This is an optimization exercise on Yosys and OpenROAD, whose aim is small area, a short achievable clock period and few clock cycles per item, not a production implementation.
Where RTL was checked, it was by simulation tests only, not by an equivalence proof against the original.
Only the layout flow was run in runs 1 and 2; the RTL was not checked for function there.
No activity file was given, so power comes from the tool's default toggle rates.

==> flow/design.v, too long to show whole: its modules and the start of the top module <==
// module bq_cascade: 417 lines
// module bq_enc: 13 lines
// module bq_fa: 4 lines
// module bq_ha: 4 lines
// module bq_sqa: 654 lines
// module bq_smac: 767 lines
// module bq_sz: 801 lines
module bq_cascade (
    input             clk,
    input             rst,
    input             cfg_we,
    input      [2:0]  cfg_sec,
    input      [2:0]  cfg_idx,
    input      [35:0] cfg_data,
    input             in_valid,
    output reg        in_ready,
    input      [35:0] in_data,
    output reg        out_valid,
    output reg [35:0] out_data,
    output reg        out_sat
);
  // ...
==> flow/flow/run.sh <==
#!/bin/bash
# Layout flow: the standard synthesis, then a clean-up of the full adders' polarity
# (flow/fapol.py: flips full adders so that the inverters Yosys left between them go away;
# registers and ports are untouched), then the standard ORFS flow from floorplan on, with
# its timing repair aimed at a period below the clock's (SETUP_SLACK_MARGIN).
set -euo pipefail
R=orfs/results/${FLOW_PLATFORM}/bq_cascade/base
MARGIN=${MARGIN:-11}
bash standard.sh synth > synth.log 2>&1
cp "$R/1_2_yosys.v" "$R/1_2_yosys_std.v"
python3 flow/fapol.py "$R/1_2_yosys_std.v" "$R/1_2_yosys.v" > fapol.log 2>&1
rm -f "$R/1_synth.odb"
bash standard.sh SETUP_SLACK_MARGIN=$MARGIN finish > finish.log 2>&1
==> flow/standard.sh <==
#!/bin/bash
# synth_recipe.tcl (not shown) runs the flow's synth.tcl, then flattens the netlist and writes it again
# the make line also repeats each setting of config.mk as NAME=value (left out here)
make -C /OpenROAD-flow-scripts/flow DESIGN_CONFIG=/design/flow/config.mk WORK_HOME=/design/flow/orfs CLKGATE_MAP_FILE= SYNTH_SCRIPT=/design/flow/synth_recipe.tcl "${@:-finish}"
==> flow/config.mk <==
export PLATFORM = sky130hd
export DESIGN_NAME = bq_cascade
export DESIGN_NICKNAME = bq_cascade
export VERILOG_FILES = /design/flow/design.v
export SDC_FILE = /design/flow/constraint.sdc
export NUM_CORES = 8
export LEC_CHECK = 0
export CAP_MARGIN = 20
export CORE_MARGIN = 2
export CORE_UTILIZATION = 30
export SLEW_MARGIN = 20
==> flow/constraint.sdc <==
create_clock -name core_clock -period 16.0 [get_ports {clk}]
set_input_delay 3.2000 -clock core_clock [delete_from_list [all_inputs] [get_ports {clk}]]
set_output_delay 3.2000 -clock core_clock [all_outputs]
set_load 0.01 [all_outputs]
Not shown: flow/flow/fapol.py
==> reports/results.tsv, run 1 <==
metric	value	unit
Port Buf Inserts	120	
Setup TNS Final	0	ns
nature of the critical path startpoint	flip-flop	
nets	41015	
status	finished clean	
Well Taps	17720	
comb pwr	0.00261	W
Max-Cap Viols	0	
Slew Limit Fails	0	
worst setup margin	10.95	ns
clock network power	0.0139	W
Lkg Pwr	179.9	nW
unrepaired setup endpoints after global routing	yes	
synthesized cell area	0.4029	mm2
largest stage delay on the critical path	0.96	ns
Die Height	1163	um
num ports	121	
RR Endpoint	qc1_1[51]	
NetSw	0.008283	W
CP Class	reg2reg	
Setup Skew	0.1113	ns
Peak VDD IR	0.1167	mV
clk tree area frac	4.415	%
DP Area	0.4206	mm2
multi-input logic area	0.2876	mm2
==> module bq_cascade, before the edit <==
module bq_cascade (
    input             clk,
    input             rst,
    input             cfg_we,
    input      [2:0]  cfg_sec,
    input      [2:0]  cfg_idx,
    input      [35:0] cfg_data,
    input             in_valid,
    output reg        in_ready,
    input      [35:0] in_data,
    output reg        out_valid,
    output reg [35:0] out_data,
    output reg        out_sat
);
    localparam [35:0] ONE = 36'h1_0000_0000;
    reg  [1:0]  ph;              
    reg  [2:0]  st;              
    reg         cw_we;           
    reg  [2:0]  cw_sec;
    reg  [2:0]  cw_idx;
    reg  [35:0] cw_data;
    reg  [35:0] cap;             
    reg         capv;            
    reg  [35:0] h1, h2;          
    reg         hf1, hf2;        
    wire [1:0] ph_n = ph + 2'd1;
    wire [2:0] st_n = rst ? 3'd3 : cfg_we ? 3'd4 : (st != 3'd0) ? st - 3'd1 : 3'd0;
    wire       hf1m = capv | hf1;               
    always @(posedge clk) begin
        ph       <= rst ? 2'd0 : ph_n;
        st       <= st_n;
        in_ready <= ~rst & (ph_n == 2'd2) & (st_n == 3'd0);
        cw_we    <= cfg_we & ~rst & (cfg_idx < 3'd5);
        cw_sec   <= cfg_sec;
        cw_idx   <= cfg_idx;
        cw_data  <= cfg_data;
        cap      <= in_data;
        capv     <= in_valid & in_ready & ~rst;
        if (rst) begin
            hf1 <= 1'b0;
            hf2 <= 1'b0;
        end else if (capv) begin
            hf1 <= 1'b1;
            hf2 <= hf1;
        end
        if (capv) begin
            h1 <= cap;
            h2 <= h1;
        end
    end
    reg [35:0] c0_b0_0, c0_b0_1, c0_b0_2, c0_b0_3;
    reg        d0_b0_0, d0_b0_1, d0_b0_2, d0_b0_3;    
    reg [35:0] c0_b1_0, c0_b1_1, c0_b1_2, c0_b1_3;
    reg        d0_b1_0, d0_b1_1, d0_b1_2, d0_b1_3;    
    reg [35:0] c0_b2_0, c0_b2_1, c0_b2_2, c0_b2_3;
    reg        d0_b2_0, d0_b2_1, d0_b2_2, d0_b2_3;    
    reg [35:0] c0_a1_0, c0_a1_1, c0_a1_2, c0_a1_3;
    reg        d0_a1_0, d0_a1_1, d0_a1_2, d0_a1_3;    
    reg [35:0] c0_a2_0, c0_a2_1, c0_a2_2, c0_a2_3;
    reg        d0_a2_0, d0_a2_1, d0_a2_2, d0_a2_3;    
    reg [35:0] hy1_0_0, hy1_0_1, hy1_0_2, hy1_0_3;    
    reg [35:0] hy2_0_0, hy2_0_1, hy2_0_2, hy2_0_3;    
    reg [32:0] hu_0_0, hu_0_1, hu_0_2, hu_0_3;    
    reg        hf1_0_0, hf1_0_1, hf1_0_2, hf1_0_3;    
    reg        hf2_0_0, hf2_0_1, hf2_0_2, hf2_0_3;    
    wire [3:0] cwe0_pos;
    wire [1:0] cws0_0 = 2'd3 * (ph_n - 2'd0);
    assign cwe0_pos[0] = cw_we & (cw_sec[2] == 1'b0) & (cw_sec[1:0] == cws0_0);
    wire [1:0] cws0_1 = 2'd3 * (ph_n - 2'd1);
    assign cwe0_pos[1] = cw_we & (cw_sec[2] == 1'b0) & (cw_sec[1:0] == cws0_1);
    wire [1:0] cws0_2 = 2'd3 * (ph_n - 2'd2);
    assign cwe0_pos[2] = cw_we & (cw_sec[2] == 1'b0) & (cw_sec[1:0] == cws0_2);
    wire [1:0] cws0_3 = 2'd3 * (ph_n - 2'd3);
    assign cwe0_pos[3] = cw_we & (cw_sec[2] == 1'b0) & (cw_sec[1:0] == cws0_3);
    integer i0;
    always @(posedge clk) begin
        c0_b0_0 <= (cwe0_pos[0] & (cw_idx == 3'd0)) ? cw_data : c0_b0_3;
        d0_b0_0 <= rst | (~(cwe0_pos[0] & (cw_idx == 3'd0)) & d0_b0_3);
        c0_b0_1 <= (cwe0_pos[1] & (cw_idx == 3'd0)) ? cw_data : c0_b0_0;
        d0_b0_1 <= rst | (~(cwe0_pos[1] & (cw_idx == 3'd0)) & d0_b0_0);
        c0_b0_2 <= (cwe0_pos[2] & (cw_idx == 3'd0)) ? cw_data : c0_b0_1;
        d0_b0_2 <= rst | (~(cwe0_pos[2] & (cw_idx == 3'd0)) & d0_b0_1);
        c0_b0_3 <= (cwe0_pos[3] & (cw_idx == 3'd0)) ? cw_data : c0_b0_2;
        d0_b0_3 <= rst | (~(cwe0_pos[3] & (cw_idx == 3'd0)) & d0_b0_2);
        c0_b1_0 <= (cwe0_pos[0] & (cw_idx == 3'd1)) ? cw_data : c0_b1_3;
        d0_b1_0 <= rst | (~(cwe0_pos[0] & (cw_idx == 3'd1)) & d0_b1_3);
        c0_b1_1 <= (cwe0_pos[1] & (cw_idx == 3'd1)) ? cw_data : c0_b1_0;
        d0_b1_1 <= rst | (~(cwe0_pos[1] & (cw_idx == 3'd1)) & d0_b1_0);
        c0_b1_2 <= (cwe0_pos[2] & (cw_idx == 3'd1)) ? cw_data : c0_b1_1;
        d0_b1_2 <= rst | (~(cwe0_pos[2] & (cw_idx == 3'd1)) & d0_b1_1);
        c0_b1_3 <= (cwe0_pos[3] & (cw_idx == 3'd1)) ? cw_data : c0_b1_2;
        d0_b1_3 <= rst | (~(cwe0_pos[3] & (cw_idx == 3'd1)) & d0_b1_2);
        c0_b2_0 <= (cwe0_pos[0] & (cw_idx == 3'd2)) ? cw_data : c0_b2_3;
        d0_b2_0 <= rst | (~(cwe0_pos[0] & (cw_idx == 3'd2)) & d0_b2_3);
        c0_b2_1 <= (cwe0_pos[1] & (cw_idx == 3'd2)) ? cw_data : c0_b2_0;
        d0_b2_1 <= rst | (~(cwe0_pos[1] & (cw_idx == 3'd2)) & d0_b2_0);
        c0_b2_2 <= (cwe0_pos[2] & (cw_idx == 3'd2)) ? cw_data : c0_b2_1;
        d0_b2_2 <= rst | (~(cwe0_pos[2] & (cw_idx == 3'd2)) & d0_b2_1);
        c0_b2_3 <= (cwe0_pos[3] & (cw_idx == 3'd2)) ? cw_data : c0_b2_2;
        d0_b2_3 <= rst | (~(cwe0_pos[3] & (cw_idx == 3'd2)) & d0_b2_2);
        c0_a1_0 <= (cwe0_pos[0] & (cw_idx == 3'd3)) ? cw_data : c0_a1_3;
        d0_a1_0 <= rst | (~(cwe0_pos[0] & (cw_idx == 3'd3)) & d0_a1_3);
        c0_a1_1 <= (cwe0_pos[1] & (cw_idx == 3'd3)) ? cw_data : c0_a1_0;
        d0_a1_1 <= rst | (~(cwe0_pos[1] & (cw_idx == 3'd3)) & d0_a1_0);
        c0_a1_2 <= (cwe0_pos[2] & (cw_idx == 3'd3)) ? cw_data : c0_a1_1;
        d0_a1_2 <= rst | (~(cwe0_pos[2] & (cw_idx == 3'd3)) & d0_a1_1);
        c0_a1_3 <= (cwe0_pos[3] & (cw_idx == 3'd3)) ? cw_data : c0_a1_2;
        d0_a1_3 <= rst | (~(cwe0_pos[3] & (cw_idx == 3'd3)) & d0_a1_2);
        c0_a2_0 <= (cwe0_pos[0] & (cw_idx == 3'd4)) ? cw_data : c0_a2_3;
        d0_a2_0 <= rst | (~(cwe0_pos[0] & (cw_idx == 3'd4)) & d0_a2_3);
        c0_a2_1 <= (cwe0_pos[1] & (cw_idx == 3'd4)) ? cw_data : c0_a2_0;
        d0_a2_1 <= rst | (~(cwe0_pos[1] & (cw_idx == 3'd4)) & d0_a2_0);
        c0_a2_2 <= (cwe0_pos[2] & (cw_idx == 3'd4)) ? cw_data : c0_a2_1;
        d0_a2_2 <= rst | (~(cwe0_pos[2] & (cw_idx == 3'd4)) & d0_a2_1);
        c0_a2_3 <= (cwe0_pos[3] & (cw_idx == 3'd4)) ? cw_data : c0_a2_2;
        d0_a2_3 <= rst | (~(cwe0_pos[3] & (cw_idx == 3'd4)) & d0_a2_2);
    end
    reg [35:0] c1_b0_0, c1_b0_1, c1_b0_2, c1_b0_3;
    reg        d1_b0_0, d1_b0_1, d1_b0_2, d1_b0_3;    
    reg [35:0] c1_b1_0, c1_b1_1, c1_b1_2, c1_b1_3;
    reg        d1_b1_0, d1_b1_1, d1_b1_2, d1_b1_3;    
    reg [35:0] c1_b2_0, c1_b2_1, c1_b2_2, c1_b2_3;
    reg        d1_b2_0, d1_b2_1, d1_b2_2, d1_b2_3;    
    reg [35:0] c1_a1_0, c1_a1_1, c1_a1_2, c1_a1_3;
    reg        d1_a1_0, d1_a1_1, d1_a1_2, d1_a1_3;    
    reg [35:0] c1_a2_0, c1_a2_1, c1_a2_2, c1_a2_3;
    reg        d1_a2_0, d1_a2_1, d1_a2_2, d1_a2_3;    
    reg [35:0] hy1_1_0, hy1_1_1, hy1_1_2, hy1_1_3;    
    reg [35:0] hy2_1_0, hy2_1_1, hy2_1_2, hy2_1_3;    
    reg [32:0] hu_1_0, hu_1_1, hu_1_2, hu_1_3;    
    reg        hf1_1_0, hf1_1_1, hf1_1_2, hf1_1_3;    
    reg        hf2_1_0, hf2_1_1, hf2_1_2, hf2_1_3;    
    wire [3:0] cwe1_pos;
    wire [1:0] cws1_0 = 2'd3 * (ph_n - 2'd0);
    assign cwe1_pos[0] = cw_we & (cw_sec[2] == 1'b1) & (cw_sec[1:0] == cws1_0);
    wire [1:0] cws1_1 = 2'd3 * (ph_n - 2'd1);
    assign cwe1_pos[1] = cw_we & (cw_sec[2] == 1'b1) & (cw_sec[1:0] == cws1_1);
    wire [1:0] cws1_2 = 2'd3 * (ph_n - 2'd2);
    assign cwe1_pos[2] = cw_we & (cw_sec[2] == 1'b1) & (cw_sec[1:0] == cws1_2);
    wire [1:0] cws1_3 = 2'd3 * (ph_n - 2'd3);
    assign cwe1_pos[3] = cw_we & (cw_sec[2] == 1'b1) & (cw_sec[1:0] == cws1_3);
    integer i1;
    always @(posedge clk) begin
        c1_b0_0 <= (cwe1_pos[0] & (cw_idx == 3'd0)) ? cw_data : c1_b0_3;
        d1_b0_0 <= rst | (~(cwe1_pos[0] & (cw_idx == 3'd0)) & d1_b0_3);
        c1_b0_1 <= (cwe1_pos[1] & (cw_idx == 3'd0)) ? cw_data : c1_b0_0;
        d1_b0_1 <= rst | (~(cwe1_pos[1] & (cw_idx == 3'd0)) & d1_b0_0);
        c1_b0_2 <= (cwe1_pos[2] & (cw_idx == 3'd0)) ? cw_data : c1_b0_1;
        d1_b0_2 <= rst | (~(cwe1_pos[2] & (cw_idx == 3'd0)) & d1_b0_1);
        c1_b0_3 <= (cwe1_pos[3] & (cw_idx == 3'd0)) ? cw_data : c1_b0_2;
        d1_b0_3 <= rst | (~(cwe1_pos[3] & (cw_idx == 3'd0)) & d1_b0_2);
        c1_b1_0 <= (cwe1_pos[0] & (cw_idx == 3'd1)) ? cw_data : c1_b1_3;
        d1_b1_0 <= rst | (~(cwe1_pos[0] & (cw_idx == 3'd1)) & d1_b1_3);
        c1_b1_1 <= (cwe1_pos[1] & (cw_idx == 3'd1)) ? cw_data : c1_b1_0;
        d1_b1_1 <= rst | (~(cwe1_pos[1] & (cw_idx == 3'd1)) & d1_b1_0);
        c1_b1_2 <= (cwe1_pos[2] & (cw_idx == 3'd1)) ? cw_data : c1_b1_1;
        d1_b1_2 <= rst | (~(cwe1_pos[2] & (cw_idx == 3'd1)) & d1_b1_1);
        c1_b1_3 <= (cwe1_pos[3] & (cw_idx == 3'd1)) ? cw_data : c1_b1_2;
        d1_b1_3 <= rst | (~(cwe1_pos[3] & (cw_idx == 3'd1)) & d1_b1_2);
        c1_b2_0 <= (cwe1_pos[0] & (cw_idx == 3'd2)) ? cw_data : c1_b2_3;
        d1_b2_0 <= rst | (~(cwe1_pos[0] & (cw_idx == 3'd2)) & d1_b2_3);
        c1_b2_1 <= (cwe1_pos[1] & (cw_idx == 3'd2)) ? cw_data : c1_b2_0;
        d1_b2_1 <= rst | (~(cwe1_pos[1] & (cw_idx == 3'd2)) & d1_b2_0);
        c1_b2_2 <= (cwe1_pos[2] & (cw_idx == 3'd2)) ? cw_data : c1_b2_1;
        d1_b2_2 <= rst | (~(cwe1_pos[2] & (cw_idx == 3'd2)) & d1_b2_1);
        c1_b2_3 <= (cwe1_pos[3] & (cw_idx == 3'd2)) ? cw_data : c1_b2_2;
        d1_b2_3 <= rst | (~(cwe1_pos[3] & (cw_idx == 3'd2)) & d1_b2_2);
        c1_a1_0 <= (cwe1_pos[0] & (cw_idx == 3'd3)) ? cw_data : c1_a1_3;
        d1_a1_0 <= rst | (~(cwe1_pos[0] & (cw_idx == 3'd3)) & d1_a1_3);
        c1_a1_1 <= (cwe1_pos[1] & (cw_idx == 3'd3)) ? cw_data : c1_a1_0;
        d1_a1_1 <= rst | (~(cwe1_pos[1] & (cw_idx == 3'd3)) & d1_a1_0);
        c1_a1_2 <= (cwe1_pos[2] & (cw_idx == 3'd3)) ? cw_data : c1_a1_1;
        d1_a1_2 <= rst | (~(cwe1_pos[2] & (cw_idx == 3'd3)) & d1_a1_1);
        c1_a1_3 <= (cwe1_pos[3] & (cw_idx == 3'd3)) ? cw_data : c1_a1_2;
        d1_a1_3 <= rst | (~(cwe1_pos[3] & (cw_idx == 3'd3)) & d1_a1_2);
        c1_a2_0 <= (cwe1_pos[0] & (cw_idx == 3'd4)) ? cw_data : c1_a2_3;
        d1_a2_0 <= rst | (~(cwe1_pos[0] & (cw_idx == 3'd4)) & d1_a2_3);
        c1_a2_1 <= (cwe1_pos[1] & (cw_idx == 3'd4)) ? cw_data : c1_a2_0;
        d1_a2_1 <= rst | (~(cwe1_pos[1] & (cw_idx == 3'd4)) & d1_a2_0);
        c1_a2_2 <= (cwe1_pos[2] & (cw_idx == 3'd4)) ? cw_data : c1_a2_1;
        d1_a2_2 <= rst | (~(cwe1_pos[2] & (cw_idx == 3'd4)) & d1_a2_1);
        c1_a2_3 <= (cwe1_pos[3] & (cw_idx == 3'd4)) ? cw_data : c1_a2_2;
        d1_a2_3 <= rst | (~(cwe1_pos[3] & (cw_idx == 3'd4)) & d1_a2_2);
    end
    reg  [35:0] rx0;         
    reg         rxv0, rxs0;   
    reg  [73:0] qa0_0, qa0_1, qb0_0, qb0_1, qc0_0, qc0_1, z0_0, z0_1, r20_0, r20_1;
    reg         r2v0, r2s0, r3v0, r3s0;
    reg  [73:0] s0;
    reg  [35:0] x2r0, y2r0;    
    reg         y2f0;
    reg         x2f0;
    wire        wb0;           
    wire        hf1m_0 = r3v0 | hf1_0_2;    
    wire        hf1n_0 = ~rst & hf1m_0;
    wire        first0 = (ph == 2'd0);    
    wire        firstp0 = (ph == 2'd3);   
    wire        x1fn_0 = firstp0 ? hf1m : hf1m_0;    
    wire [35:0] x2_0 = first0 ? h2 : hy2_0_3;
    wire        x2f_0 = first0 ? hf2 : hf2_0_3;
    wire        y2fn0 = r2v0 ? hf1_0_1 : hf2_0_1;    
    wire [53:0] en_qa0;
    reg  [53:0] e_qa0;
    bq_enc #(.NEG(0)) u_enc_qa0 (.b(({36{x1fn_0}} & (d0_b1_3 ? 36'd0 : c0_b1_3))), .e(en_qa0));
    always @(posedge clk) e_qa0 <= en_qa0;
    wire [53:0] en_qb0;
    reg  [53:0] e_qb0;
    bq_enc #(.NEG(0)) u_enc_qb0 (.b(({36{x2f_0}} & (d0_b2_0 ? 36'd0 : c0_b2_0))), .e(en_qb0));
    always @(posedge clk) e_qb0 <= en_qb0;
    wire [53:0] en_qc0;
    reg  [53:0] e_qc0;
    bq_enc #(.NEG(1)) u_enc_qc0 (.b(({36{y2fn0}} & (d0_a2_1 ? 36'd0 : c0_a2_1))), .e(en_qc0));
    always @(posedge clk) e_qc0 <= en_qc0;
    wire [53:0] en_z0;
    reg  [53:0] e_z0;
    bq_enc #(.NEG(1)) u_enc_z0 (.b(({36{hf1m_0}} & (d0_a1_2 ? 36'd0 : c0_a1_2))), .e(en_z0));
    always @(posedge clk) e_z0 <= en_z0;
    wire [53:0] en_r20;
    reg  [53:0] e_r20;
    bq_enc #(.NEG(0)) u_enc_r20 (.b(({36{1'b1}} & (d0_b0_3 ? ONE : c0_b0_3))), .e(en_r20));
    always @(posedge clk) e_r20 <= en_r20;
    wire [35:0] yqc0 = y2r0;
    wire [35:0] yz0  = hy1_0_3;
    wire [32:0] uz0  = hf1_0_3 ? hu_0_3 : 33'h0_8000_0000;
    wire [73:0] qa0_n0, qa0_n1;
    bq_sqa u_qa0 (.a(rx0), .e(e_qa0), .o0(qa0_n0), .o1(qa0_n1));
    always @(posedge clk) begin
        qa0_0 <= qa0_n0;
        qa0_1 <= qa0_n1;
    end
    wire [73:0] qb0_n0, qb0_n1;
    bq_smac u_qb0 (.a(x2r0), .e(e_qb0), .r0(qa0_0), .r1(qa0_1), .o0(qb0_n0), .o1(qb0_n1));
    always @(posedge clk) begin
        qb0_0 <= qb0_n0;
        qb0_1 <= qb0_n1;
    end
    wire [73:0] qc0_n0, qc0_n1;
    bq_smac u_qc0 (.a(yqc0), .e(e_qc0), .r0(qb0_0), .r1(qb0_1), .o0(qc0_n0), .o1(qc0_n1));
    always @(posedge clk) begin
        qc0_0 <= qc0_n0;
        qc0_1 <= qc0_n1;
    end
    wire [73:0] z0_n0, z0_n1;
    bq_sz u_z0 (.a(yz0), .e(e_z0), .r0(qc0_0), .r1(qc0_1), .u(uz0), .o0(z0_n0), .o1(z0_n1));
    always @(posedge clk) begin
        z0_0 <= z0_n0;
        z0_1 <= z0_n1;
    end
    wire [73:0] r20_n0, r20_n1;
    bq_smac u_r20 (.a(rx0), .e(e_r20), .r0(z0_0), .r1(z0_1), .o0(r20_n0), .o1(r20_n1));
    always @(posedge clk) begin
        r20_0 <= r20_n0;
        r20_1 <= r20_n1;
    end
    always @(posedge clk) begin
        x2r0 <= x2_0;
        y2r0 <= r2v0 ? hy1_0_1 : hy2_0_1;
        y2f0 <= r2v0 ? hf1_0_1 : hf2_0_1;
        x2f0 <= x2f_0;
        r2v0 <= rxv0 & ~rst;
        r2s0 <= rxs0;
        s0   <= r20_0 + r20_1;
        r3v0 <= r2v0 & ~rst;
        r3s0 <= r2s0;
    end
    wire        tie0  = (s0[31:0] == 32'd0);
    wire        sat0  = ~(&s0[73:67]) & (|s0[73:67]);
    wire [35:0] y0    = sat0 ? (s0[73] ? 36'h8_0000_0000 : 36'h7_FFFF_FFFF)
                                 : {s0[67:33], s0[32] & ~tie0};
    wire [32:0] un0   = sat0 ? 33'h0_8000_0000 : {tie0 & s0[32], s0[31:0]};
    assign      wb0   = r3v0 & ~rst;
    wire        ys0   = r3s0 | sat0;
    always @(posedge clk) begin
        hy1_0_0 <= hy1_0_3;
        hy2_0_0 <= hy2_0_3;
        hu_0_0  <= hu_0_3;
        hf1_0_0 <= ~rst & hf1_0_3;
        hf2_0_0 <= ~rst & hf2_0_3;
        hy1_0_1 <= hy1_0_0;
        hy2_0_1 <= hy2_0_0;
        hu_0_1  <= hu_0_0;
        hf1_0_1 <= ~rst & hf1_0_0;
        hf2_0_1 <= ~rst & hf2_0_0;
        hy1_0_2 <= hy1_0_1;
        hy2_0_2 <= hy2_0_1;
        hu_0_2  <= hu_0_1;
        hf1_0_2 <= ~rst & hf1_0_1;
        hf2_0_2 <= ~rst & hf2_0_1;
        hy1_0_3 <= wb0 ? y0 : hy1_0_2;
        hy2_0_3 <= wb0 ? hy1_0_2 : hy2_0_2;
        hu_0_3  <= wb0 ? un0 : hu_0_2;
        hf1_0_3 <= hf1n_0;
        hf2_0_3 <= ~rst & (wb0 ? hf1_0_2 : hf2_0_2);
    end
    reg  [35:0] rx1;         
    reg         rxv1, rxs1;   
    reg  [73:0] qa1_0, qa1_1, qb1_0, qb1_1, qc1_0, qc1_1, z1_0, z1_1, r21_0, r21_1;
    reg         r2v1, r2s1, r3v1, r3s1;
    reg  [73:0] s1;
    reg  [35:0] x2r1, y2r1;    
    reg         y2f1;
    reg         x2f1;
    wire        wb1;           
    wire        hf1m_1 = r3v1 | hf1_1_2;    
    wire        hf1n_1 = ~rst & hf1m_1;
    wire        first1 = (ph == 2'd0);    
    wire        firstp1 = (ph == 2'd3);   
    wire        x1fn_1 = firstp1 ? hf1m_0 : hf1m_1;
    wire [35:0] x2_1 = first1 ? hy2_0_3 : hy2_1_3;
    wire        x2f_1 = first1 ? hf2_0_3 : hf2_1_3;
    wire        y2fn1 = r2v1 ? hf1_1_1 : hf2_1_1;    
    wire [53:0] en_qa1;
    reg  [53:0] e_qa1;
    bq_enc #(.NEG(0)) u_enc_qa1 (.b(({36{x1fn_1}} & (d1_b1_3 ? 36'd0 : c1_b1_3))), .e(en_qa1));
    always @(posedge clk) e_qa1 <= en_qa1;
    wire [53:0] en_qb1;
    reg  [53:0] e_qb1;
    bq_enc #(.NEG(0)) u_enc_qb1 (.b(({36{x2f_1}} & (d1_b2_0 ? 36'd0 : c1_b2_0))), .e(en_qb1));
    always @(posedge clk) e_qb1 <= en_qb1;
    wire [53:0] en_qc1;
    reg  [53:0] e_qc1;
    bq_enc #(.NEG(1)) u_enc_qc1 (.b(({36{y2fn1}} & (d1_a2_1 ? 36'd0 : c1_a2_1))), .e(en_qc1));
    always @(posedge clk) e_qc1 <= en_qc1;
    wire [53:0] en_z1;
    reg  [53:0] e_z1;
    bq_enc #(.NEG(1)) u_enc_z1 (.b(({36{hf1m_1}} & (d1_a1_2 ? 36'd0 : c1_a1_2))), .e(en_z1));
    always @(posedge clk) e_z1 <= en_z1;
    wire [53:0] en_r21;
    reg  [53:0] e_r21;
    bq_enc #(.NEG(0)) u_enc_r21 (.b(({36{1'b1}} & (d1_b0_3 ? ONE : c1_b0_3))), .e(en_r21));
    always @(posedge clk) e_r21 <= en_r21;
    wire [35:0] yqc1 = y2r1;
    wire [35:0] yz1  = hy1_1_3;
    wire [32:0] uz1  = hf1_1_3 ? hu_1_3 : 33'h0_8000_0000;
    wire [73:0] qa1_n0, qa1_n1;
    bq_sqa u_qa1 (.a(rx1), .e(e_qa1), .o0(qa1_n0), .o1(qa1_n1));
    always @(posedge clk) begin
        qa1_0 <= qa1_n0;
        qa1_1 <= qa1_n1;
    end
    wire [73:0] qb1_n0, qb1_n1;
    bq_smac u_qb1 (.a(x2r1), .e(e_qb1), .r0(qa1_0), .r1(qa1_1), .o0(qb1_n0), .o1(qb1_n1));
    always @(posedge clk) begin
        qb1_0 <= qb1_n0;
        qb1_1 <= qb1_n1;
    end
    wire [73:0] qc1_n0, qc1_n1;
    bq_smac u_qc1 (.a(yqc1), .e(e_qc1), .r0(qb1_0), .r1(qb1_1), .o0(qc1_n0), .o1(qc1_n1));
    always @(posedge clk) begin
        qc1_0 <= qc1_n0;
        qc1_1 <= qc1_n1;
    end
    wire [73:0] z1_n0, z1_n1;
    bq_sz u_z1 (.a(yz1), .e(e_z1), .r0(qc1_0), .r1(qc1_1), .u(uz1), .o0(z1_n0), .o1(z1_n1));
    always @(posedge clk) begin
        z1_0 <= z1_n0;
        z1_1 <= z1_n1;
    end
    wire [73:0] r21_n0, r21_n1;
    bq_smac u_r21 (.a(rx1), .e(e_r21), .r0(z1_0), .r1(z1_1), .o0(r21_n0), .o1(r21_n1));
    always @(posedge clk) begin
        r21_0 <= r21_n0;
        r21_1 <= r21_n1;
    end
    always @(posedge clk) begin
        x2r1 <= x2_1;
        y2r1 <= r2v1 ? hy1_1_1 : hy2_1_1;
        y2f1 <= r2v1 ? hf1_1_1 : hf2_1_1;
        x2f1 <= x2f_1;
        r2v1 <= rxv1 & ~rst;
        r2s1 <= rxs1;
        s1   <= r21_0 + r21_1;
        r3v1 <= r2v1 & ~rst;
        r3s1 <= r2s1;
    end
    wire        tie1  = (s1[31:0] == 32'd0);
    wire        sat1  = ~(&s1[73:67]) & (|s1[73:67]);
    wire [35:0] y1    = sat1 ? (s1[73] ? 36'h8_0000_0000 : 36'h7_FFFF_FFFF)
                                 : {s1[67:33], s1[32] & ~tie1};
    wire [32:0] un1   = sat1 ? 33'h0_8000_0000 : {tie1 & s1[32], s1[31:0]};
    assign      wb1   = r3v1 & ~rst;
    wire        ys1   = r3s1 | sat1;
    always @(posedge clk) begin
        hy1_1_0 <= hy1_1_3;
        hy2_1_0 <= hy2_1_3;
        hu_1_0  <= hu_1_3;
        hf1_1_0 <= ~rst & hf1_1_3;
        hf2_1_0 <= ~rst & hf2_1_3;
        hy1_1_1 <= hy1_1_0;
        hy2_1_1 <= hy2_1_0;
        hu_1_1  <= hu_1_0;
        hf1_1_1 <= ~rst & hf1_1_0;
        hf2_1_1 <= ~rst & hf2_1_0;
        hy1_1_2 <= hy1_1_1;
        hy2_1_2 <= hy2_1_1;
        hu_1_2  <= hu_1_1;
        hf1_1_2 <= ~rst & hf1_1_1;
        hf2_1_2 <= ~rst & hf2_1_1;
        hy1_1_3 <= wb1 ? y1 : hy1_1_2;
        hy2_1_3 <= wb1 ? hy1_1_2 : hy2_1_2;
        hu_1_3  <= wb1 ? un1 : hu_1_2;
        hf1_1_3 <= hf1n_1;
        hf2_1_3 <= ~rst & (wb1 ? hf1_1_2 : hf2_1_2);
    end
    wire last = (ph == 2'd3);
    always @(posedge clk) begin
        rx0  <= last ? (capv ? cap : h1) : (wb0 ? y0 : hy1_0_2);
        rxv0 <= ~rst & (last ? capv : wb0);
        rxs0 <= last ? 1'b0 : ys0;
        rx1  <= last ? (wb0 ? y0 : hy1_0_2) : (wb1 ? y1 : hy1_1_2);
        rxv1 <= ~rst & (last ? wb0 : wb1);
        rxs1 <= last ? ys0 : ys1;
        out_data  <= y1;
        out_sat   <= ys1;
        out_valid <= last & wb1;
    end
endmodule
==> inputs of run 2 (changes only) <==
--- a/flow/design.v
+++ b/flow/design.v
@@ -287,7 +287,7 @@
         hf1_0_2 <= ~rst & hf1_0_1;
         hf2_0_2 <= ~rst & hf2_0_1;
-        hy1_0_3 <= wb0 ? y0 : hy1_0_2;
-        hy2_0_3 <= wb0 ? hy1_0_2 : hy2_0_2;
-        hu_0_3  <= wb0 ? un0 : hu_0_2;
+        hy1_0_3 <= r3v0 ? y0 : hy1_0_2;
+        hy2_0_3 <= r3v0 ? hy1_0_2 : hy2_0_2;
+        hu_0_3  <= r3v0 ? un0 : hu_0_2;
         hf1_0_3 <= hf1n_0;
         hf2_0_3 <= ~rst & (wb0 ? hf1_0_2 : hf2_0_2);
@@ -397,7 +397,7 @@
         hf1_1_2 <= ~rst & hf1_1_1;
         hf2_1_2 <= ~rst & hf2_1_1;
-        hy1_1_3 <= wb1 ? y1 : hy1_1_2;
-        hy2_1_3 <= wb1 ? hy1_1_2 : hy2_1_2;
-        hu_1_3  <= wb1 ? un1 : hu_1_2;
+        hy1_1_3 <= r3v1 ? y1 : hy1_1_2;
+        hy2_1_3 <= r3v1 ? hy1_1_2 : hy2_1_2;
+        hu_1_3  <= r3v1 ? un1 : hu_1_2;
         hf1_1_3 <= hf1n_1;
         hf2_1_3 <= ~rst & (wb1 ? hf1_1_2 : hf2_1_2);
@@ -405,8 +405,8 @@
     wire last = (ph == 2'd3);
     always @(posedge clk) begin
-        rx0  <= last ? (capv ? cap : h1) : (wb0 ? y0 : hy1_0_2);
+        rx0  <= last ? (capv ? cap : h1) : (r3v0 ? y0 : hy1_0_2);
         rxv0 <= ~rst & (last ? capv : wb0);
         rxs0 <= last ? 1'b0 : ys0;
-        rx1  <= last ? (wb0 ? y0 : hy1_0_2) : (wb1 ? y1 : hy1_1_2);
+        rx1  <= last ? (r3v0 ? y0 : hy1_0_2) : (r3v1 ? y1 : hy1_1_2);
         rxv1 <= ~rst & (last ? wb0 : wb1);
         rxs1 <= last ? ys0 : ys1;
==> flow/flow/run.sh (replaced) <==
#!/bin/bash
# Layout flow: the standard synthesis, then a clean-up of the full adders' polarity
# (flow/fapol.py: flips full adders so that the inverters Yosys left between them go away;
# registers and ports are untouched), then the standard ORFS flow from floorplan on, with
# its timing repair aimed at a period below the clock's (SETUP_SLACK_MARGIN) and plain
# buffers (buf_4) rather than delay cells on the ports.
set -euo pipefail
R=orfs/results/${FLOW_PLATFORM}/bq_cascade/base
MARGIN=${MARGIN:-11.3}
bash standard.sh synth > synth.log 2>&1
cp "$R/1_2_yosys.v" "$R/1_2_yosys_std.v"
python3 flow/fapol.py "$R/1_2_yosys_std.v" "$R/1_2_yosys.v" > fapol.log 2>&1
rm -f "$R/1_synth.odb"
bash standard.sh SETUP_SLACK_MARGIN=$MARGIN "BUFFER_PORTS_ARGS=-buffer_cell sky130_fd_sc_hd__buf_4" finish > finish.log 2>&1
--- a/flow/config.mk
+++ b/flow/config.mk
@@ -8,4 +8,5 @@
 export CAP_MARGIN = 20
 export CORE_MARGIN = 2
-export CORE_UTILIZATION = 30
+export CORE_UTILIZATION = 50
+export CTS_CLUSTER_SIZE = 30
 export SLEW_MARGIN = 20
==> run 2 against run 1 <==
Global-route usage rose by 18 points. Hold slack improved by 0.0042 ns. Critical path depth fell by 7. Synthesized cell count fell by 0.72%. Utilization rose by 22 points. Count of clock-buffer cells in the layout fell by 21. Clock skew fell by 0.0014 ns. Final cell count fell by 14%.
==> reports/results.tsv, run 2 <==
metric	value	unit	change
status	finished clean		
Yosys warnings	1		
Final Cycle Share	30.97	%	
CTS tree	built		
required time worst endpoint	12.80	ns	
worst r2r path cells	9		
Setup Skew	0.1099	ns	-0.001399 ns
Slew headroom	6.353	%	
unrepaired setup endpoints after global routing	yes		
GRT Util Overall	44.00	%	
placed cells	43141		
worst-path cell chain	buf_6		
# setup viols final	0		
clock sink count	4906		
Peak VDD IR	0.1263	mV	+8.2%
CP delay by family, top	flip-flops		
syn nets	42761		
largest net degree at the start of global routing	65		
Worst-Skew Late Latency	1.20	ns	
Hold Fails Final Rpt	0		
Mapped Avg Cell Area	11.43	um2	
DRC Markers	0		
initial core utilization	50.17	%	
Syn Inst Count	35220		
drt total wl	1859000	um	
Max-Cap Viols	0		unchanged
nature of the critical path startpoint	flip-flop		
Post-Place Worst Slack	10.49	ns	
Rows	329		
vias per std cell	6.904		
Max Freq	0.2018	GHz	
Lkg Pwr	183.7	nW	+2.1%
layout cells sized above 1	14.62	%	
CTS max path bufs	4		
first-pass GRT wire length	2521000	um	
largest stage delay on the critical path	0.49	ns	-0.47 ns
worst setup margin	11.04	ns	+0.09110 ns
nets	41087		+0.18%
Setup TNS Final	0	ns	unchanged
Starting DRT DRC Count	47253		
antenna viol nets, final	0		
clock transition at the registers of the reported paths	0.06	ns	
WHS Path Cells	0		
Non-Filler Instances	44933		
vias in the first global route	316912		
die width	901.2	um	
most frequent cells in the layout	fa_1, a22oi_1, xnor2_1		
Critical Path End Type	primary output		
Crit path depth	1		
pwr dens	66.01	mW/mm2	
most common cell after layout, fill and taps aside	fa_1		
Worst-Margin Slew	1.405	ns	
DIE AREA	0.8122	mm2	
Met2 Routed Length	721700	um	
met1 WL	658400	um	
GP Congestion	1.023		
min-delay worst type	reg2reg		
clock root cell	clkbuf_16		
crit path time final	4.955	ns	
Fillers	67478		
routed vias	310223		
H-tree Lvls	6		
total CTS buffers	561		
synthesis-to-layout area growth	10.07	%	
Wirelength per Cell	41.37	um	
Top Layer Used	met5		
Die Height	901.2	um	-22%
met3 WL post-DR	305800	um	
CP Class	reg2out		
total gr overflow	0		
Port Buf Inserts	120		unchanged
Util after Layout	55.22	%	
num ports	121		unchanged
WP data arrival	1.76	ns	
initial antenna violation count	254		
CP Max Fanout	1		
First-pass DRT Iterations	17		
CP max-delay cell	dfxtp_4		
Detailed Place HPWL	1194000	um	
Core Area	0.8023	mm2	
critical path buffer and inverter count	1		
Slew Limit Fails	0		unchanged
synthesized cell area	0.4025	mm2	about the same
## run 2: repair_timing
action,CTS,global route
pin swaps,6,38
gates cloned,23,68
setup endpoints to repair,642,458
hold buffers,0,0
resized for setup,727,708
hold endpoints to repair,0,0
buffers inserted,127,214
## run 2: through the flow
stage	hold slack, ns	total power, W	instance area, um2
detailed placement	0.3121	0.01532	411100
global placement	0.3097	0.01528	411000
CTS	0.2817	0.02916	436200
finish	0.2723	0.02925	443000
floorplan	0.3096	0.01413	402600
global route	0.2864	0.02984	442600
## run 2: final cells by class
cell class	instances	area, um2	area share (%)
clock buffers	733	15770	3.560
flip-flops and latches	4906	99560	22.47
repair inverters	2	15.01	0.003389
well taps	10592	13250	2.991
inverters	835	3174	0.7165
repair buffers	1579	19130	4.317
clock inverters	290	4088	0.9226
multi-input cells	25661	287200	64.83
diodes	335	838.3	0.1892
## run 2: worst reg2reg max path: stages (launching register included)
cell     delay (ns)
dfxtp_4        0.42
buf_4          0.26
buf_4          0.25
buf_12         0.27
xnor2_1        0.23
fa_1           0.46
fa_1           0.44
fa_1           0.50
fa_1           0.54
fa_1           1.14
## run 2: worst paths after layout
path              start          to  slack, ns
min reg2reg  hu_0_1[26]  hu_0_2[26]       0.27
min          hu_0_1[26]  hu_0_2[26]       0.27
max reg2reg   e_qc1[37]   qc1_1[18]      11.22
max           out_valid   out_valid      11.04
## run 2: routing by layer
metal / GRT usage [%] / vias to the layer above
met5: 1.306 / -
met4: 31.48 / 174
met3: 21.44 / 6985
met2: 58.67 / 27643
met1: 55.05 / 159223
li1: - / 116198
## run 2: power by group
| group | internal (W) | switching (W) | total [W] |
|---|---|---|---|
| logic | 0.000715 | 0.00146 | 0.00218 |
| registers | 0.0127 | 0.000411 | 0.0131 |
| clock network | 0.00793 | 0.00600 | 0.0139 |
==> inputs of run 3 (changes only) <==
--- a/flow/design.v
+++ b/flow/design.v
@@ -25,5 +25,7 @@
     reg         hf1, hf2;        
     wire [1:0] ph_n = ph + 2'd1;
-    wire [2:0] st_n = rst ? 3'd3 : cfg_we ? 3'd4 : (st != 3'd0) ? st - 3'd1 : 3'd0;
+    wire [2:0] st_d = (st != 3'd0) ? st - 3'd1 : 3'd0;
+    wire [2:0] st_w = ~cfg_we ? 3'd0 : (cfg_sec == 3'd0) ? 3'd4 : (cfg_sec == 3'd1) ? 3'd1 : 3'd0;
+    wire [2:0] st_n = rst ? 3'd3 : (st_w > st_d) ? st_w : st_d;
     wire       hf1m = capv | hf1;               
     always @(posedge clk) begin
--- a/flow/config.mk
+++ b/flow/config.mk
@@ -8,5 +8,4 @@
 export CAP_MARGIN = 20
 export CORE_MARGIN = 2
-export CORE_UTILIZATION = 50
-export CTS_CLUSTER_SIZE = 30
+export CORE_UTILIZATION = 35
 export SLEW_MARGIN = 20
==> run 3 against run 2 <==
Wire length grew 1.5%. Area after synthesis is essentially flat. Count of clock-buffer cells in the layout grew 56. Setup slack lost 0.12 ns. Hold slack gained 0.0059 ns. First-iteration DRC count shrank 3.6%. Combinational power shrank 6%. Critical endpoint is now in_ready. Largest cell class unchanged. Highest routed layer unchanged.
==> reports/results.tsv, run 3 <==
metric	value	unit	change
status	finished clean		
placed cells	47713		+11%
Mapped Avg Cell Area	11.43	um2	about the same
pwr dens	65.49	mW/mm2	-0.79%
syn nets	42751		-0.023%
drt total wl	1886000	um	+1.5%
vias in the first global route	321869		+1.6%
CTS tree	built		
Max-Cap Viols	0		unchanged
Lkg Pwr	183.1	nW	-0.32%
worst-path cell chain	buf_12		
Final Cycle Share	31.72	%	+0.75 points
CP delay by family, top	flip-flops		
CTS max path bufs	5		+1
Setup TNS Final	0	ns	unchanged
Critical Path End Type	primary output		
die width	1076	um	+19%
Peak VDD IR	0.09026	mV	-29%
largest net degree at the start of global routing	73		+12%
most frequent cells in the layout	fa_1, a22oi_1, xnor2_1		
Slew headroom	10.07	%	+3.7 points
Yosys warnings	1		unchanged
routed vias	308061		-0.70%
total gr overflow	0		unchanged
Non-Filler Instances	49582		+10%
Post-Place Worst Slack	10.61	ns	+0.1158 ns
Core Area	1.146	mm2	+43%
antenna viol nets, final	0		unchanged
Rows	393		+19%
Port Buf Inserts	120		unchanged
synthesized cell area	0.4023	mm2	about the same
Util after Layout	39.10	%	-16 points
unrepaired setup endpoints after global routing	yes		
Worst-Margin Slew	1.349	ns	-0.05573 ns
clock sink count	4906		unchanged
Hold Fails Final Rpt	0		unchanged
# setup viols final	0		unchanged
synthesis-to-layout area growth	11.34	%	
first-pass GRT wire length	2556000	um	+1.4%
required time worst endpoint	12.80	ns	about the same
crit path time final	5.075	ns	+0.1195 ns
Setup Skew	0.1148	ns	+0.004920 ns
Slew Limit Fails	0		unchanged
WP data arrival	1.87	ns	+0.11 ns
First-pass DRT Iterations	10		-7
CP Class	reg2out		
Fillers	108852		+61%
reg2reg setup slack	11.20	ns	-0.02 ns
nets	41048		-0.095%
most common cell after layout, fill and taps aside	fa_1		
Starting DRT DRC Count	45556		-3.6%
min-delay worst type	reg2reg		
Worst-Skew Late Latency	1.21	ns	about the same
Detailed Place HPWL	1213000	um	+1.6%
clock root cell	clkbuf_16		
worst setup margin	10.93	ns	-0.1195 ns
DRC Markers	0		unchanged
GP Congestion	0.9991		-2.3%
CP max-delay cell	dfxtp_4		
DIE AREA	1.158	mm2	+43%
Syn Inst Count	35207		-0.037%
critical path buffer and inverter count	1		unchanged
Post-CTS Hold Fix Bufs	0		unchanged
GRT Util Overall	31.16	%	-13 points
largest stage delay on the critical path	0.51	ns	+0.02 ns
initial core utilization	35.12	%	-15 points
H-tree Lvls	6		unchanged
initial antenna violation count	279		+9.8%
total CTS buffers	583		+3.9%
Wirelength per Cell	38.05	um	-8.0%
clock transition at the registers of the reported paths	0.06	ns	about the same
CP Max Fanout	2		+1
num ports	121		unchanged
nature of the critical path startpoint	flip-flop		
Max Freq	0.1971	GHz	-2.4%
vias per std cell	6.213		-10%
Die Height	1076	um	+19%
layout cells sized above 1	14.40	%	-0.22 points
[run 3: final cells by class]
type	instances	area, um2	area share (%)
timing repair inverter	3	20.02	0.004469
clock inverter	250	3412	0.7616
clock buffer	789	16510	3.685
multi-input combinational	25648	286900	64.05
tap	15207	19030	4.247
sequential	4906	99560	22.22
antenna	417	1044	0.2329
inverter	849	3211	0.7167
timing repair buffer	1513	18290	4.082
[run 3: stage by stage]
stage / power (W) / area [um2] / hold slack (ns)
final: 0.02934 / 448000 / 0.2782
after global routing: 0.03001 / 447600 / 0.2940
after CTS: 0.02935 / 441200 / 0.2812
after global placement: 0.01526 / 416400 / 0.3096
after detailed placement: 0.01531 / 416400 / 0.3121
after floorplan: 0.01414 / 402500 / 0.3096
[run 3: power by group]
part	switching, W	internal [W]	leakage [nW]
Sequential	0.000453	0.0127	40.0
Clock	0.00602	0.00809	9.69
Combinational	0.00135	0.000693	133
[run 3: metal layers]
| layer | share of wire (%) | global-route usage, % | up-vias |
|---|---|---|---|
| met5 | 0.13 | 0.4151 | - |
| met2 | 40 | 42.96 | 26618 |
| met4 | 9.9 | 24.82 | 136 |
| li1 | - | - | 116202 |
| met1 | 35 | 37.43 | 157830 |
| met3 | 16 | 13.94 | 7275 |
[run 3: worst paths after layout]
kind          startpoint          end  cells past startpoint
max             in_ready     in_ready                      1
min          hy1_1_0[19]  hy1_1_1[19]                      0
min reg2reg  hy1_1_0[19]  hy1_1_1[19]                      0
max reg2reg    e_qb1[27]    qb1_1[50]                      9
[run 3: repair_timing]
action / 4_1_cts / 5_1_grt
endpoints found under the setup margin: 541 / 408
pin swaps: 3 / 46
resized for setup: 679 / 624
buffers inserted: 122 / 195
gates cloned: 22 / 72
Testbench counts of run 3, summed over its fixed seeds: cycles 8,376, items 2,048.
==> inputs of run 4 (changes only) <==
==> flow/flow/run.sh (replaced) <==
#!/bin/bash
# Layout flow: the standard synthesis, then a clean-up of the full adders' polarity
# (flow/fapol.py: flips full adders so that the inverters Yosys left between them go away;
# registers and ports are untouched), then the standard ORFS flow from floorplan on, with
# - its timing repair aimed at a period below the clock's (SETUP_SLACK_MARGIN),
# - plain buffers (buf_4) rather than delay cells on the ports,
# - after placement, the flip-flops that drive output ports moved next to their port buffers
#   (flow/iomove_run.tcl), then legalized.
set -euo pipefail
R=orfs/results/${FLOW_PLATFORM}/bq_cascade/base
MARGIN=${MARGIN:-11.3}
ARGS=(SETUP_SLACK_MARGIN=$MARGIN "BUFFER_PORTS_ARGS=-buffer_cell sky130_fd_sc_hd__buf_4")
bash standard.sh synth > synth.log 2>&1
cp "$R/1_2_yosys.v" "$R/1_2_yosys_std.v"
python3 flow/fapol.py "$R/1_2_yosys_std.v" "$R/1_2_yosys.v" > fapol.log 2>&1
rm -f "$R/1_synth.odb"
bash standard.sh "${ARGS[@]}" place > place.log 2>&1
IOMOVE_ODB="$R/3_place.odb" openroad -no_init -exit flow/iomove_run.tcl > iomove.log 2>&1
bash standard.sh "${ARGS[@]}" finish > finish.log 2>&1
==> flow/flow/iomove.tcl (new file) <==
# Move each flip-flop that drives an output port (through the port's buffer) next to that buffer.
# Usage inside openroad after loading a placed design; then legalize with detailed_placement.
proc iomove_outputs {} {
  set block [ord::get_db_block]
  set moved 0
  foreach bterm [$block getBTerms] {
    if {[$bterm getIoType] ne "OUTPUT"} { continue }
    set net [$bterm getNet]
    if {$net eq "NULL"} { continue }
    # the port buffer drives the port net
    set buf ""
    foreach it [$net getITerms] {
      if {[$it isOutputSignal]} { set buf [$it getInst] }
    }
    if {$buf eq ""} { continue }
    # its input net's driver
    set ff ""
    foreach it [$buf getITerms] {
      if {[$it isInputSignal]} {
        set in_net [$it getNet]
        if {$in_net eq "NULL"} { continue }
        foreach it2 [$in_net getITerms] {
          if {[$it2 isOutputSignal]} { set ff [$it2 getInst] }
        }
      }
    }
    if {$ff eq ""} { continue }
    if {![[$ff getMaster] isSequential]} { continue }
    # only when the flop drives nothing else
    set single 1
    foreach it [$ff getITerms] {
      if {[$it isOutputSignal] && [$it getNet] ne "NULL"} {
        if {[llength [[$it getNet] getITerms]] > 2} { set single 0 }
      }
    }
    if {!$single} { continue }
    set loc [$buf getLocation]
    $ff setLocation [lindex $loc 0] [lindex $loc 1]
    incr moved
  }
  puts "iomove: moved $moved output flip-flops next to their port buffers"
}
==> flow/flow/iomove_run.tcl (new file) <==
# Called by flow/run.sh between ORFS's placement and clock tree steps: moves the flip-flops that
# drive output ports next to those ports' buffers, legalizes, and writes the placement back.
set odb $::env(IOMOVE_ODB)
read_db $odb
source [file join [file dirname [info script]] iomove.tcl]
iomove_outputs
detailed_placement
check_placement -verbose
write_db $odb
--- a/flow/config.mk
+++ b/flow/config.mk
@@ -8,4 +8,4 @@
 export CAP_MARGIN = 20
 export CORE_MARGIN = 2
-export CORE_UTILIZATION = 35
+export CORE_UTILIZATION = 45
 export SLEW_MARGIN = 20
==> run 4 against run 3 <==
Total power down 0.80%. Synthesized cell count about the same. First-iteration DRC count up 1.7%. Critical path type is now reg2reg. Critical endpoint is now qc1_0[34]. Largest power group unchanged. Highest routed layer unchanged.
==> reports/results.tsv, run 4 <==
metric	value	unit	change
clock sink count	4906		unchanged
Max Freq	0.2097	GHz	+6.4%
Rows	347		-12%
Slew headroom	12.21	%	+2.1 points
CP Class	reg2reg		
Critical Path End Type	flip-flop		
most common cell after layout, fill and taps aside	fa_1		
Mapped Avg Cell Area	11.43	um2	about the same
status	finished clean		
Worst-Skew Late Latency	1.15	ns	-0.06 ns
vias in the first global route	315332		-2.0%
Setup TNS Final	0	ns	unchanged
DIE AREA	0.9016	mm2	-22%
Wirelength per Cell	40.47	um	+6.4%
routed vias	306636		-0.46%
Syn Inst Count	35200		-0.020%
Hold Fails Final Rpt	0		unchanged
vias per std cell	6.667		+7.3%
# setup viols final	0		unchanged
Fillers	78953		-27%
Post-Place Worst Slack	10.53	ns	-0.07910 ns
layout cells sized above 1	14.28	%	-0.11 points
Slew Limit Fails	0		unchanged
First-pass DRT Iterations	10		unchanged
Starting DRT DRC Count	46343		+1.7%
die width	949.5	um	-12%
synthesized cell area	0.4023	mm2	about the same
clock transition at the registers of the reported paths	0.06	ns	about the same
total CTS buffers	575		-1.4%
Die Height	949.5	um	-12%
worst setup margin	11.23	ns	+0.3070 ns
syn nets	42744		-0.016%
CP Max Fanout	36		+34
Port Buf Inserts	120		unchanged
unrepaired setup endpoints after global routing	yes		
GRT Util Overall	39.92	%	+8.8 points
num ports	121		unchanged
antenna viol nets, final	0		unchanged
largest net degree at the start of global routing	129		+77%
nets	40999		-0.12%
H-tree Lvls	6		unchanged
crit path time final	4.768	ns	-0.3070 ns
Final Cycle Share	29.80	%	-1.9 points
DRC Markers	0		unchanged
WP data arrival	5.64	ns	+3.77 ns
CTS tree	built		
total gr overflow	0		unchanged
Peak VDD IR	0.1015	mV	+12%
nature of the critical path startpoint	flip-flop		
Core Area	0.8918	mm2	-22%
synthesis-to-layout area growth	9.921	%	
initial antenna violation count	242		-13%
Lkg Pwr	182.6	nW	-0.26%
reg2reg setup slack	11.23	ns	+0.03 ns
Worst-Margin Slew	1.317	ns	-0.03212 ns
min-delay worst type	reg2reg		
most frequent cells in the layout	fa_1, a22oi_1, xnor2_1		
Post-CTS Hold Fix Bufs	0		unchanged
CTS max path bufs	5		unchanged
Detailed Place HPWL	1228000	um	+1.2%
Max-Cap Viols	0		unchanged
required time worst endpoint	16.87	ns	+4.07 ns
drt total wl	1862000	um	-1.3%
first-pass GRT wire length	2536000	um	-0.75%
pwr dens	65.82	mW/mm2	+0.50%
Setup Skew	0.1746	ns	+0.05980 ns
Yosys warnings	1		unchanged
clock root cell	clkbuf_16		
initial core utilization	45.11	%	+10 points
GP Congestion	1.013		+1.4%
==> run 4: routing by layer <==
| layer | global-route usage [%] | routed length [um] |
|---|---|---|
| met1 | 48.69 | 650700 |
| met2 | 54.72 | 738700 |
| met3 | 18.04 | 285600 |
| met4 | 30.62 | 184100 |
| met5 | 0.8517 | 2377 |
==> run 4: final cells by class <==
cell class / instances / area (um2) / share of cell area [%]
repair inverters: 3 / 22.52 / 0.005093
multi-input cells: 25648 / 287000 / 64.90
diodes: 231 / 578.1 / 0.1307
inverters: 842 / 3187 / 0.7206
flip-flops and latches: 4906 / 99550 / 22.51
repair buffers: 1479 / 17550 / 3.968
clock buffers: 775 / 16350 / 3.697
clock inverters: 243 / 3136 / 0.7090
well taps: 11866 / 14850 / 3.357
==> run 4: metrics by stage <==
stage,power [W],std cells,instance area (um2),util (%),hold slack [ns]
after global placement,0.01525,44381,412200,46.23,0.3096
after detailed placement,0.01530,44382,412300,46.23,0.3121
after global routing,0.02973,45878,441900,49.56,0.2611
after floorplan,0.01414,35200,402400,-,0.3096
final,0.02911,45993,442200,49.59,0.2708
after CTS,0.02907,45536,436700,48.97,0.2545
==> run 4: power breakdown <==
part | switching (W) | internal (W) | total (W)
clock network | 0.00582 | 0.00804 | 0.0139
registers | 0.000452 | 0.0127 | 0.0132
logic | 0.00136 | 0.000705 | 0.00207
==> run 4: path summary, 6_finish.rpt <==
check / cells past startpoint / end / start
setup / recovery: 9 / qc1_0[34] / y2r1[14]
hold / removal: 0 / hy2_0_1[5] / hy2_0_0[5]
setup reg to reg: 9 / qc1_0[34] / y2r1[14]
hold reg to reg: 0 / hy2_0_1[5] / hy2_0_0[5]
==> run 4: worst max-delay path, cell delays in order (launching register included) <==
cell	delay, ns
dfxtp_1	0.31
buf_4	0.50
a22oi_1	0.22
xnor2_1	0.35
fa_1	0.53
fa_1	0.49
fa_1	0.52
fa_1	0.42
fa_1	0.51
fa_1	0.65
==> run 4: what timing repair did <==
item | 4_1_cts | 5_1_grt
buffers inserted | 112 | 177
gates resized for setup | 719 | 590
pin swaps | 10 | 69
cloned | 24 | 46
setup endpoints to repair | 587 | 413

[re-timing with driven ports]
In the flow no input, the clock included, has a driving cell. The finished layouts below were timed again as built, in two steps.
Step 1, drivers: a clkbuf_16 drives clk and a buf_2 each remaining input, both assumed.
Step 2, shift: input delay + t, output delay - t, t = (earliest + latest rising clock arrival at the registers) / 2. This alone moves slack from input paths to output paths.
a / b / c = no drivers / after step 1 / after step 2; a / b = the first two.
run	t (ns)	setup WS [ns]	hold slack, ns	worst register clock-pin slew, ns
run 1	1.315	10.954 / 10.818 / 9.772	0.268 / 0.268 / 0.268	0.08 / 0.08
run 2	1.294	11.045 / 10.896 / 11.221	0.272 / 0.272 / 0.272	0.08 / 0.08
run 3	1.308	10.925 / 10.756 / 10.870	0.278 / 0.278 / 0.278	0.08 / 0.08
run 4	1.245	11.232 / 11.082 / 11.016	0.271 / 0.271 / 0.271	0.08 / 0.08
After both steps every run listed still meets setup and hold. The setup slack of run 1, which loses most, moves by -0.136 ns with the drivers and by -1.182 ns with both steps.
